Context: an optimization exercise on an open-source flow, tuned for small area, a short achievable clock period and few clock cycles per item. The choices shown serve that exercise and are no tape-out recipe. The RTL was checked by simulation tests, not by an equivalence proof against the original design.

==> inputs of 05-15 <==
Design aes_engine, start of the top module:
module aes_engine (
  input  wire         clk,
  input  wire         rst,           
  input  wire         key_valid,
  output wire         key_ready,
  input  wire [255:0] key,           
  input  wire [1:0]   key_len,       
  input  wire         in_valid,
  output wire         in_ready,
  input  wire [127:0] in_data,
  input  wire         in_decrypt,    
  output wire         out_valid,
  input  wire         out_ready,
  output wire [127:0] out_data
);
Settings: LEC_CHECK=0, CAP_MARGIN=20, CORE_MARGIN=2, CORE_UTILIZATION=50, SETUP_SLACK_MARGIN=5, SLEW_MARGIN=20; clock period 11.0 ns.
standard.sh (not shown) runs the stock make flow with config.mk's settings and CLKGATE_MAP_FILE= SYNTH_SCRIPT=/design/flow/synth_recipe.tcl, a recipe that flattens the netlist after the stock synthesis.
==> flow/flow/run.sh <==
#!/bin/bash
# Own layout flow. It is the standard layout (standard.sh) with one change
# in synthesis: ABC maps the logic with an area-oriented script (flow/own.abc)
# instead of ORFS's speed script. The synthesis is otherwise the standard flow's own
# (synth_recipe.tcl, ORFS's synth.tcl), so registers come out with the same
# names and cell types; run.sh checks that against the standard synthesis
# and stops if they differ. Each tool's output goes to a log file of its own.
set -euo pipefail
W=$(pwd)
R=orfs/results/${FLOW_PLATFORM}/aes_engine/base
OWN=$W/own

# the standard synthesis, for reference
bash standard.sh synth > synth_std.log 2>&1

# the same synthesis with the area-oriented ABC script
OWN_WORK=$W OWN_ABC_SCRIPT=$W/flow/own.abc \
  make -C "$FLOW_HOME" DESIGN_CONFIG="$W/config.mk" WORK_HOME="$OWN" CLKGATE_MAP_FILE= \
  SYNTH_SCRIPT="$W/flow/own_synth.tcl" "$OWN/results/${FLOW_PLATFORM}/aes_engine/base/1_2_yosys.v" \
  > synth_own.log 2>&1

python3 flow/regs.py "$R/1_2_yosys.v" > regs_std.txt
python3 flow/regs.py "$OWN/results/${FLOW_PLATFORM}/aes_engine/base/1_2_yosys.v" > regs_own.txt
cmp regs_std.txt regs_own.txt > regs_cmp.log 2>&1

cp "$R/1_2_yosys.v" std_synth.v
cp "$OWN/results/${FLOW_PLATFORM}/aes_engine/base/1_2_yosys.v" "$R/1_2_yosys.v"
rm -f "$R/1_synth.odb"

bash standard.sh > layout.log 2>&1
==> flow/flow/own.abc <==
strash; dch -f; amap; topo; dnsize
==> flow/flow/own_synth.tcl <==
# The standard flow's synthesis (synth_recipe.tcl in the work folder, which runs ORFS's
# synth.tcl) with one change: the ABC script that maps the logic is
# $OWN_ABC_SCRIPT instead of ORFS's. Registers are inferred and named exactly
# as in the standard synthesis.
proc abc {args} {
  set i [lsearch -exact $args -script]
  if {$i >= 0} {
    lset args [expr {$i + 1}] $::env(OWN_ABC_SCRIPT)
  }
  yosys abc {*}$args
}
source $::env(OWN_WORK)/synth_recipe.tcl
==> flow/flow/regs.py <==
# Lists a netlist's registers (flip-flop and latch cells) as "type name", sorted.
import re, sys
txt = open(sys.argv[1]).read()
out = []
for m in re.finditer(r'^\s*(sky130_fd_sc_hd__\w+)\s+(\S+)\s*\(', txt, re.M):
    t, n = m.group(1), m.group(2)
    if re.match(r'sky130_fd_sc_hd__(e?s?df|dl(x|r|clkp)|sdl)', t):
        out.append(f"{t} {n}")
print("\n".join(sorted(out)))
==> 02-14: changes against 05-15 <==
==> flow/flow/run.sh (replaced) <==
#!/bin/bash
# Own layout flow. It is the standard layout (standard.sh) with two
# changes:
# - synthesis: ABC maps the logic with an area-oriented script (flow/own.abc)
#   instead of ORFS's speed script. The synthesis is otherwise the standard flow's own
#   (synth_recipe.tcl, ORFS's synth.tcl), so registers come out with the same
#   names and cell types; run.sh checks that against the standard synthesis
#   and stops if they differ;
# - placement: every input and output port still gets a buffer, but the
#   smallest one (buf_1) rather than the one buffer_ports picks by default.
# Each tool's output goes to a log file of its own.
set -euo pipefail
W=$(pwd)
R=orfs/results/${FLOW_PLATFORM}/aes_engine/base
OWN=$W/own

# the standard synthesis, for reference
bash standard.sh synth > synth_std.log 2>&1

# the same synthesis with the area-oriented ABC script
OWN_WORK=$W OWN_ABC_SCRIPT=$W/flow/own.abc \
  make -C "$FLOW_HOME" DESIGN_CONFIG="$W/config.mk" WORK_HOME="$OWN" CLKGATE_MAP_FILE= \
  SYNTH_SCRIPT="$W/flow/own_synth.tcl" "$OWN/results/${FLOW_PLATFORM}/aes_engine/base/1_2_yosys.v" \
  > synth_own.log 2>&1

python3 flow/regs.py "$R/1_2_yosys.v" > regs_std.txt
python3 flow/regs.py "$OWN/results/${FLOW_PLATFORM}/aes_engine/base/1_2_yosys.v" > regs_own.txt
cmp regs_std.txt regs_own.txt > regs_cmp.log 2>&1

cp "$R/1_2_yosys.v" std_synth.v
cp "$OWN/results/${FLOW_PLATFORM}/aes_engine/base/1_2_yosys.v" "$R/1_2_yosys.v"
rm -f "$R/1_synth.odb"

BUFFER_PORTS_ARGS="-buffer_cell sky130_fd_sc_hd__buf_1" bash standard.sh > layout.log 2>&1
==> flow/flow/own.abc (replaced) <==
strash
&get -n
&deepsyn -T 300
&put
dch -f
map -a
topo
dnsize
==> 05-19: changes against 05-15 <==
--- a/flow/design.v
+++ b/flow/design.v
@@ -502,44 +502,42 @@
   reg          key_ok;       
   reg          first;        
   reg          run;          
   reg  [4:0]   t;            
   reg          vx, dx;       
   reg          vy, dy;       
   reg          in_rdy;       
   reg          key_rdy;
-  reg          o_valid;
   reg          x_fin;        
   reg          y_slot;       
   reg          t_zero;       
-  reg          s1_dec;       
-  reg          s2_dec;       
-  reg          s2_gen;       
+  reg  [3:0]   s1_dec;
+  reg  [1:0]   s2_dec;
+  reg  [1:0]   s2_gen;
   reg          st2_to_r;     
   reg          st1_act;      
   reg          stepf, stepb; 
   reg  [127:0] R;            
   reg  [127:0] Mreg;         
-  reg  [127:0] O;            
   wire [4:0] tlast = tlast_of(klen);
   wire x_res   = x_fin && vx;
   wire y_res   = y_slot && vy;
-  wire stall   = (x_res || y_res) && o_valid && !out_ready;
-  wire load_o  = (x_res || y_res) && !stall;
+  wire stall   = (x_res || y_res) && !out_ready;
   assign key_ready = key_rdy;
   assign in_ready  = in_rdy && !stall && !(first && in_decrypt);
-  assign out_valid = o_valid;
-  assign out_data  = O;
+  assign out_valid = x_res || y_res;
   wire key_fire = key_valid && key_rdy && !rst;
   wire in_fire  = in_valid && in_ready && !rst;
   reg  [255:0] WF, WB;      
   reg  [31:0]  MF, MB;      
   reg  [16:0]  gcf, gcb;
   reg          wb_new;       
+  reg          rdf;          
+  reg          rdb;          
   function [7:0] rcon_of;
     input [1:0] kl;
     input [3:0] rr;
     begin
       rcon_of = 8'h00;
       case (kl)
         2'd0: case (rr)
           4'd0: rcon_of = 8'h01; 4'd1: rcon_of = 8'h02; 4'd2: rcon_of = 8'h04;
@@ -644,19 +642,18 @@
       a2 = k4 ? w2 : k6 ? w4 : w6;
       a3 = k4 ? w3 : k6 ? w5 : w7;
       w_step_b = {a0 ^ ((k6 && !ph0) ? w1 : tw), a1 ^ a0, a2 ^ ((k6 && ph1) ? tw : a1),
                   a3 ^ a2, w0, w1, w2, w3};
     end
   endfunction
   wire [127:0] rkf = WF[255:128];
   wire [127:0] rkb = WB[255:128];
-  wire        rdf  = x_fin || wb_new;
   wire [31:0] swif = sw_in_f(gcf[16:14], rdf ? WB : WF);
-  wire [31:0] swib = sw_in_b(gcb[16:14], x_fin ? WF : WB);
+  wire [31:0] swib = sw_in_b(gcb[16:14], rdb ? WF : WB);
   wire [31:0] swvf, swvb, swsf, swsb;
   generate
     for (gi = 0; gi < 4; gi = gi + 1) begin : g_ksbox
       aes_sbox_a u_af (.x(swif[8*gi +: 8]), .v(swvf[8*gi +: 8]));
       aes_sbox_a u_ab (.x(swib[8*gi +: 8]), .v(swvb[8*gi +: 8]));
       aes_sbox_b u_bf (.v(MF[8*gi +: 8]), .y(swsf[8*gi +: 8]));
       aes_sbox_b u_bb (.v(MB[8*gi +: 8]), .y(swsb[8*gi +: 8]));
     end
@@ -669,88 +666,88 @@
   always @(posedge clk) begin
     MF <= swvf;
     MB <= swvb;
     wb_new <= key_fire;
     if (swap || wb_new)
       WF <= WB;
     else if (gof)
       WF <= wnextf;
-    if (key_fire)
+    if (key_valid && key_rdy)      
       WB <= key;
     else if (swap)
       WB <= WF;
     else if (gob)
       WB <= wnextb;
   end
-  wire [127:0] rk2 = s2_gen ? rkb : rkf;
+  wire [127:0] rk2 = {s2_gen[1] ? rkb[127:64] : rkf[127:64],
+                      s2_gen[0] ? rkb[63:0]   : rkf[63:0]};
   wire         lsel = (in_decrypt ^ x_fin) || wb_new;   
   wire [127:0] v1;
   generate
     for (gi = 0; gi < 16; gi = gi + 1) begin : g_s1
       aes_sbox_ad u_a (
         .xe(R[127 - 8*((gi % 4) + 4 * (((gi / 4) + (gi % 4)) % 4)) -: 8]),
         .xd(R[127 - 8*((gi % 4) + 4 * (((gi / 4) + 4 - (gi % 4)) % 4)) -: 8]),
-        .dec(s1_dec), .v(v1[127 - 8*(gi) -: 8]));
+        .dec(s1_dec[3 - gi / 4]), .v(v1[127 - 8*(gi) -: 8]));
     end
   endgenerate
   wire [127:0] ye, yd, s2;
   generate
     for (gi = 0; gi < 16; gi = gi + 1) begin : g_s2
       aes_sbox_be    u_e (.v(Mreg[127 - 8*(gi) -: 8]), .y(ye[127 - 8*(gi) -: 8]));
       aes_inv_sbox_b u_d (.v(Mreg[127 - 8*(gi) -: 8]), .y(yd[127 - 8*(gi) -: 8]));
-      assign s2[127 - 8*(gi) -: 8] = s2_dec ? yd[127 - 8*(gi) -: 8] : ye[127 - 8*(gi) -: 8];
+      assign s2[127 - 8*(gi) -: 8] = s2_dec[1 - gi / 8] ? yd[127 - 8*(gi) -: 8] : ye[127 - 8*(gi) -: 8];
     end
   endgenerate
   wire [127:0] x2 = s2 ^ rk2;
+  assign out_data = x2;            
   wire [127:0] mx2;
   generate
     for (gi = 0; gi < 4; gi = gi + 1) begin : g_mix
       wire [7:0] c0 = s2[127 - 8*(4*gi + 0) -: 8];
       wire [7:0] c1 = s2[127 - 8*(4*gi + 1) -: 8];
       wire [7:0] c2 = s2[127 - 8*(4*gi + 2) -: 8];
       wire [7:0] c3 = s2[127 - 8*(4*gi + 3) -: 8];
       wire [7:0] a0 = x2[127 - 8*(4*gi + 0) -: 8];
       wire [7:0] a1 = x2[127 - 8*(4*gi + 1) -: 8];
       wire [7:0] a2 = x2[127 - 8*(4*gi + 2) -: 8];
       wire [7:0] a3 = x2[127 - 8*(4*gi + 3) -: 8];
       wire [7:0] e0 = xtime(xtime(a0 ^ a2));
       wire [7:0] e1 = xtime(xtime(a1 ^ a3));
-      wire [7:0] b0 = s2_dec ? (a0 ^ e0) : c0;
-      wire [7:0] b1 = s2_dec ? (a1 ^ e1) : c1;
-      wire [7:0] b2 = s2_dec ? (a2 ^ e0) : c2;
-      wire [7:0] b3 = s2_dec ? (a3 ^ e1) : c3;
+      wire [7:0] b0 = s2_dec[1 - gi / 2] ? (a0 ^ e0) : c0;
+      wire [7:0] b1 = s2_dec[1 - gi / 2] ? (a1 ^ e1) : c1;
+      wire [7:0] b2 = s2_dec[1 - gi / 2] ? (a2 ^ e0) : c2;
+      wire [7:0] b3 = s2_dec[1 - gi / 2] ? (a3 ^ e1) : c3;
       assign mx2[127 - 8*(4*gi + 0) -: 8] = xtime(b0) ^ xtime(b1) ^ b1 ^ b2 ^ b3;
       assign mx2[127 - 8*(4*gi + 1) -: 8] = b0 ^ xtime(b1) ^ xtime(b2) ^ b2 ^ b3;
       assign mx2[127 - 8*(4*gi + 2) -: 8] = b0 ^ b1 ^ xtime(b2) ^ xtime(b3) ^ b3;
       assign mx2[127 - 8*(4*gi + 3) -: 8] = xtime(b0) ^ b0 ^ b1 ^ b2 ^ xtime(b3);
     end
   endgenerate
   wire ld_r   = in_rdy && !stall;
-  wire kf_sel = ld_r ? !lsel : !s2_dec && !s2_gen;
-  wire kb_sel = ld_r ?  lsel : !s2_dec &&  s2_gen;
+  wire [1:0] kf_sel = ld_r ? {2{!lsel}} : ~s2_dec & ~s2_gen;
+  wire [1:0] kb_sel = ld_r ? {2{ lsel}} : ~s2_dec &  s2_gen;
   wire [127:0] r_in = (ld_r ? in_data : mx2) ^
-                      ({128{kf_sel}} & rkf) ^ ({128{kb_sel}} & rkb);
+                      ({{64{kf_sel[1]}}, {64{kf_sel[0]}}} & rkf) ^
+                      ({{64{kb_sel[1]}}, {64{kb_sel[0]}}} & rkb);
   always @(posedge clk) begin
     if (ld_r || st2_to_r)
       R <= r_in;
     if (st1_act && !stall)
       Mreg <= v1;
-    if (load_o)
-      O <= x2;
   end
   reg        run_n, key_ok_n, first_n, vx_n, dx_n, vy_n, dy_n;
-  reg        o_valid_n, in_rdy_n;
+  reg        in_rdy_n;
   reg  [4:0] t_n;
   reg  [1:0] klen_n;
   always @(*) begin
     run_n    = run;      t_n     = t;      key_ok_n = key_ok;  first_n = first;
     klen_n   = klen;     vx_n    = vx;     dx_n     = dx;      vy_n    = vy;
     dy_n     = dy;
-    o_valid_n = load_o || (o_valid && !out_ready);
     if (key_fire) begin
       run_n = 1'b0; key_ok_n = 1'b1; first_n = 1'b1; klen_n = key_len;
     end else if (!stall) begin
       if (!run || t == tlast) begin
         if (in_fire) begin
           run_n = 1'b1; t_n = 5'd0; vx_n = 1'b1; dx_n = in_decrypt; vy_n = 1'b0;
         end else if (!run && key_ok && first && in_valid && in_decrypt) begin
           run_n = 1'b1; t_n = 5'd0; vx_n = 1'b0; vy_n = 1'b0;
@@ -769,37 +766,41 @@
       end
       if (run && t == tlast - 5'd2)
         first_n = 1'b0;
     end
     in_rdy_n = (!run_n && key_ok_n) ||
                (run_n && (t_n == tlast_of(klen_n) - 5'd1 || t_n == tlast_of(klen_n))) ||
                (run_n && t_n == 5'd0 && vx_n);
     if (rst) begin
-      run_n = 1'b0; key_ok_n = 1'b0; o_valid_n = 1'b0; in_rdy_n = 1'b0;
+      run_n = 1'b0; key_ok_n = 1'b0; in_rdy_n = 1'b0;
       first_n = 1'b0;
     end
   end
   wire [4:0] tl_n = tlast_of(klen_n);
   wire [3:0] nr_n = tl_n[4:1];
   wire       pre_n = !run_n || t_n >= tl_n - 5'd1;
   wire [3:0] j_n   = pre_n ? 4'd0 : t_n[4:1] + {3'd0, t_n[0]};
   always @(posedge clk) begin
     run <= run_n;   t <= t_n;     key_ok <= key_ok_n;  first <= first_n;
     klen <= klen_n;
     vx <= vx_n;     dx <= dx_n;   vy <= vy_n;          dy <= dy_n;
-    o_valid <= o_valid_n;
     in_rdy  <= in_rdy_n;
     key_rdy <= !rst;
     x_fin    <= run_n && (t_n == tl_n - 5'd1);
+    rdf      <= (run_n && (t_n == tl_n - 5'd1)) || key_fire;
+    rdb      <= run_n && (t_n == tl_n - 5'd1 || t_n == tl_n - 5'd2);
     y_slot   <= run_n && (t_n == 5'd0 || t_n == tl_n);
     t_zero   <= (t_n == 5'd0);
-    s1_dec   <= t_n[0] ? dy_n : dx_n;
-    s2_dec   <= t_n[0] ? dx_n : dy_n;
-    s2_gen   <= (t_n[0] ? dx_n : dy_n) ^ (t_n == 5'd0 || t_n == tl_n);
+    for (i = 0; i < 4; i = i + 1)
+      s1_dec[i] <= (run_n && t_n != tl_n) ? (t_n[0] ? dy_n : dx_n) : (run_n ? i[1] : i[0]);
+    for (i = 0; i < 2; i = i + 1) begin
+      s2_dec[i] <= run_n ? (t_n[0] ? dx_n : dy_n) : i[0];
+      s2_gen[i] <= run_n ? ((t_n[0] ? dx_n : dy_n) ^ (t_n == 5'd0 || t_n == tl_n)) : i[0];
+    end
     st2_to_r <= run_n && (t_n != 5'd0) && (t_n <= tl_n - 5'd2);
     st1_act  <= run_n && (t_n <= tl_n - 5'd1);
     stepf    <= run_n && !t_n[0] && (t_n <= tl_n - 5'd2);
     stepb    <= run_n && !t_n[0] && (t_n <= tl_n - 5'd2) && !first_n;
     gcf      <= gctl(klen_n, 1'b0, j_n);
     gcb      <= gctl(klen_n, 1'b1, nr_n - j_n - 4'd1);
   end
 endmodule
==> flow/run.sh (new file) <==
#!/bin/bash
# synth_recipe.tcl (not shown) runs the flow's synth.tcl, then flattens the netlist and writes it again
# the make line also repeats each setting of config.mk as NAME=value (left out here)
make -C /OpenROAD-flow-scripts/flow DESIGN_CONFIG=/design/flow/config.mk WORK_HOME=/design/flow/orfs CLKGATE_MAP_FILE= SYNTH_SCRIPT=/design/flow/synth_recipe.tcl finish
removed: flow/flow/run.sh
removed: flow/flow/own.abc
removed: flow/flow/own_synth.tcl
removed: flow/flow/regs.py
removed: flow/standard.sh
==> comparison <==
Between 05-15 and 02-14, the lower core utilization is in 02-14 (gap 6.5 points).
Between 05-19 and 05-15, the lower final cell count is in 05-19 (gap about 6%, measured against 05-15).
Between 05-19 and 02-14, the lower register-to-register slack is in 02-14 (gap 0.26 ns).
Of 02-14 and 05-19, 02-14 has the higher count of clock-buffer cells in the layout (gap 4).
Global-route usage: 05-19 < 02-14 < 05-15.
Final area, lowest first: 02-14, 05-15, 05-19.
In 05-15 the critical path depth is higher than in 05-19, by 33.
==> figures <==
| metric | 05-15 | 02-14 | 05-19 |
|---|---|---|---|
| Die outline height | 424 um | 426 um | 451 um |
| Detailed router's first-iteration violation count | 21000 | 16300 | 14400 |
| Repair and plain buffers | 1192 | 896 | 1090 |
| Outcome | timing/DRC/antenna clean | timing/DRC/antenna clean | timing/DRC/antenna clean |
| Number of multi-input combinational cells in the layout | 9583 | 9235 | 10300 |
| Routed wl met3 | 80400 um | 69800 um | 65100 um |
| Placed wire-length estimate | 333000 um | 336000 um | 385000 um |
| Detailed Route WL | 493000 um | 464000 um | 510000 um |
| Met2 layer wire length in the routed design | 191000 um | 181000 um | 208000 um |
| Flop2flop setup slack | 4.29 ns | 4.72 ns | 4.98 ns |
| Core Footprint | 0.176 mm2 | 0.177 mm2 | 0.199 mm2 |
| Combined buffer and inverter count along the critical path | 10 | 4 | 3 |
| Multi-input logic portion of the cell area | 0.518 | 0.551 | 0.622 |
Testbench counts of 05-15, summed over its fixed seeds: cycles 19,497, blocks 1,536.
Testbench counts of 02-14, summed over its fixed seeds: cycles 19,497, blocks 1,536.
Testbench counts of 05-19, summed over its fixed seeds: cycles 19,433, blocks 1,536.

## what the ideal ports hide
No port has a modelled driver above. Below, the same layouts with a new extraction and two added sets of constraints.
Step 1 sets driving cells, clkbuf_16 on the clock port and buf_2 on the other inputs (assumed; they add their load-dependent delay and slew).
Step 2, shift: input delay + t, output delay - t, t = (earliest + latest rising clock arrival at the registers) / 2. This alone moves slack from input paths to output paths.
Three values: ideal ports, drivers, drivers and shift; two values: the first two.
run	t, ns	setup WS [ns]	worst setup path after step 2	worst slew at a driven data input, ns
05-15	0.940	4.292 / 4.292 / 4.292	register to register	0.18
02-14	0.928	4.723 / 4.723 / 4.037	input to register	0.12
05-19	0.926	4.895 / 4.797 / 4.313	input to register	0.13
After both steps every run listed still meets setup and hold. The setup slack of 02-14, which loses most, moves by 0.000 ns with the drivers and by -0.686 ns with both steps.
